Background: an optimization exercise with open tools, aiming at small area and a short achievable clock period. Do not read the settings as production practice. At most, simulation tests tie the RTL to the original design; equivalence was not proved. The clock input has no modelled driver; a real chip could not lean on it and would need a root buffer or a full tree. Power figures rest on the tool's default switching activity, not on a simulated workload.

Design adc_correct, start of the top module:
module adc_correct (
    input  wire        clk,
    input  wire        rst,           
    input  wire        cfg_we,
    input  wire [4:0]  cfg_addr,      
    input  wire [31:0] cfg_wdata,
    input  wire        swap,          
    output wire        active_half,
    input  wire        in_valid,
    input  wire [15:0] in_code,
    output reg         out_valid,
    output reg  [23:0] out_sample,
    output reg         out_sat
);
For scale: about 5,100 cells after synthesis, ~1,500 flip-flops, ~85 I/O pins, ~0.069 sq mm of cells after synthesis.
clock: 22.0 ns
lec_check: 0
cap_margin: 20
core_margin: 2
core_utilization: 55
cts_cluster_diameter: 90
cts_cluster_size: 26
slew_margin: 20
standard.sh (not shown) runs the stock make flow with config.mk's settings and CLKGATE_MAP_FILE= SYNTH_SCRIPT=/design/flow/synth_recipe.tcl, a recipe that flattens the netlist after the stock synthesis.
==> flow/flow/run.sh <==
#!/bin/bash
# The standard layout (standard.sh, unchanged synthesis), with changes to
# how the layout is optimised; the constraints and clock are the standard flow's own:
#  - repair_timing keeps 16.6 ns of extra setup slack (sizes for a ~5.4 ns period)
#  - the port buffers are buf_2 cells instead of the resizer's default pick
#  - after CTS, flow/post_cts.tcl replaces TritonCTS's three-level clock tree
#    with a balanced two-level one (4 roots on the clock port, 26-register
#    leaf clusters) and repairs timing again
set -euo pipefail
cd "$(dirname "$0")/.."
bash standard.sh SETUP_SLACK_MARGIN=16.6 \
  "BUFFER_PORTS_ARGS=-buffer_cell sky130_fd_sc_hd__buf_2" \
  "POST_CTS_TCL=$PWD/flow/post_cts.tcl" \
  finish > standard_flow.log 2>&1
Other scripts of this flow, unchanged in this note and not shown: flow/flow/build_tree.tcl, flow/flow/post_cts.tcl
Next try:
--- a/flow/design.v
+++ b/flow/design.v
@@ -76,43 +76,42 @@
                 if (wl1[gi]) lin_t1[gi] <= w_data;
             end
         end
     endgenerate
     wire [3:0]  q_in = {~in_code[15], in_code[14:12]};
     wire [15:0] qd_in;
     generate
         for (gi = 0; gi < 16; gi = gi + 1) begin : g_qdec
             assign qd_in[gi] = (q_in == gi);
         end
     endgenerate
+    wire [15:0] lin_idn0 = lin_id0 & ~wl0;
+    wire [15:0] lin_idn1 = lin_id1 & ~wl1;
     wire        ofs_idn0 = ofs_id0 & ~wo0;
     wire        ofs_idn1 = ofs_id1 & ~wo1;
     wire        gain_idn0 = gain_id0 & ~wg0;
     wire        gain_idn1 = gain_id1 & ~wg1;
     reg        a_valid;
     reg [15:0] a_code;
-    reg [15:0] a_qd;                  
-    reg [1:0]  a_hsel;                
+    reg [15:0] a_lsel0, a_lsel1;      
     reg [1:0]  a_osel, a_gsel;        
     reg        a_gid;                 
     always @(posedge clk) begin
         a_valid <= ~rst & in_valid;
         a_code  <= in_code;
-        a_qd    <= qd_in;
-        a_hsel  <= {~half_n, half_n};
+        a_lsel0 <= qd_in & {16{half_n}}  & ~lin_idn0;
+        a_lsel1 <= qd_in & {16{~half_n}} & ~lin_idn1;
         a_osel  <= {~half_n & ~ofs_idn1, half_n & ~ofs_idn0};
         a_gsel  <= {~half_n & ~gain_idn1, half_n & ~gain_idn0};
         a_gid   <= half_n ? gain_idn0 : gain_idn1;
     end
-    wire [15:0] a_lsel0 = a_qd & {16{a_hsel[0]}} & ~lin_id0;
-    wire [15:0] a_lsel1 = a_qd & {16{a_hsel[1]}} & ~lin_id1;
     reg  [31:0] lin;
     integer k;
     always @(*) begin
         lin = 32'd0;
         for (k = 0; k < 16; k = k + 1)
             lin = lin | ({32{a_lsel0[k]}} & lin_t0[k]) | ({32{a_lsel1[k]}} & lin_t1[k]);
     end
     wire [23:0] ofs  = ({24{a_osel[0]}} & ofs_t0)  | ({24{a_osel[1]}} & ofs_t1);
     wire [25:0] op_r = {{2{a_code[15]}}, a_code, 8'd0};
     wire [25:0] op_d = {{10{lin[15]}}, lin[15:0]};
     wire [25:0] op_o = ~{{2{ofs[23]}}, ofs};
Outcome: The new run finished clean; hold slack improved by 0.0059 ns; wire length barely changes; core utilization is lower by 0.10 points; total power decreases by 0.49%; setup slack is better by 0.036 ns; synthesized cell count is about the same; synthesized area grows by 0.36%; register-to-register slack hardly moves; global-route usage climbs by 0.16 points; die area goes up by 0.35%; fmax climbs by 0.68%; sequential share of layout area grows by 0.46 points; cell area stays flat.
Only the layout flow was run in the first run of this note; the RTL was not checked for function there. In every run of this note, the design's own scripts or RTL, not TritonCTS, make the clock network.

[what the ideal ports hide]
How much do the figures lean on ideal ports? The routed layouts below were timed once more, with nothing changed but the port constraints.
Step 1: set_driving_cell puts a clkbuf_16 on clk and a buf_2 on each other input, an assumption about the parent block.
Step 2 moves the port delays by t, midway between the first and last clock arrival at a register: inputs arrive t later, outputs are due t later. That takes back most of the time a late clock gives input paths.
Three values: no drivers, after step 1, after step 2; two values: the first two.
| run | t (ns) | setup slack, ns | cell pins on the clock port's net |
|---|---|---|---|
| the first run | 0.661 | 16.610 / 16.458 / 16.737 | 4 |
| the second run | 0.651 | 16.646 / 16.493 / 16.439 | 4 |
After both steps every run listed still meets setup and hold. For the second run, which loses most, drivers alone change the setup slack by -0.153 ns; drivers and shift together by -0.207 ns.
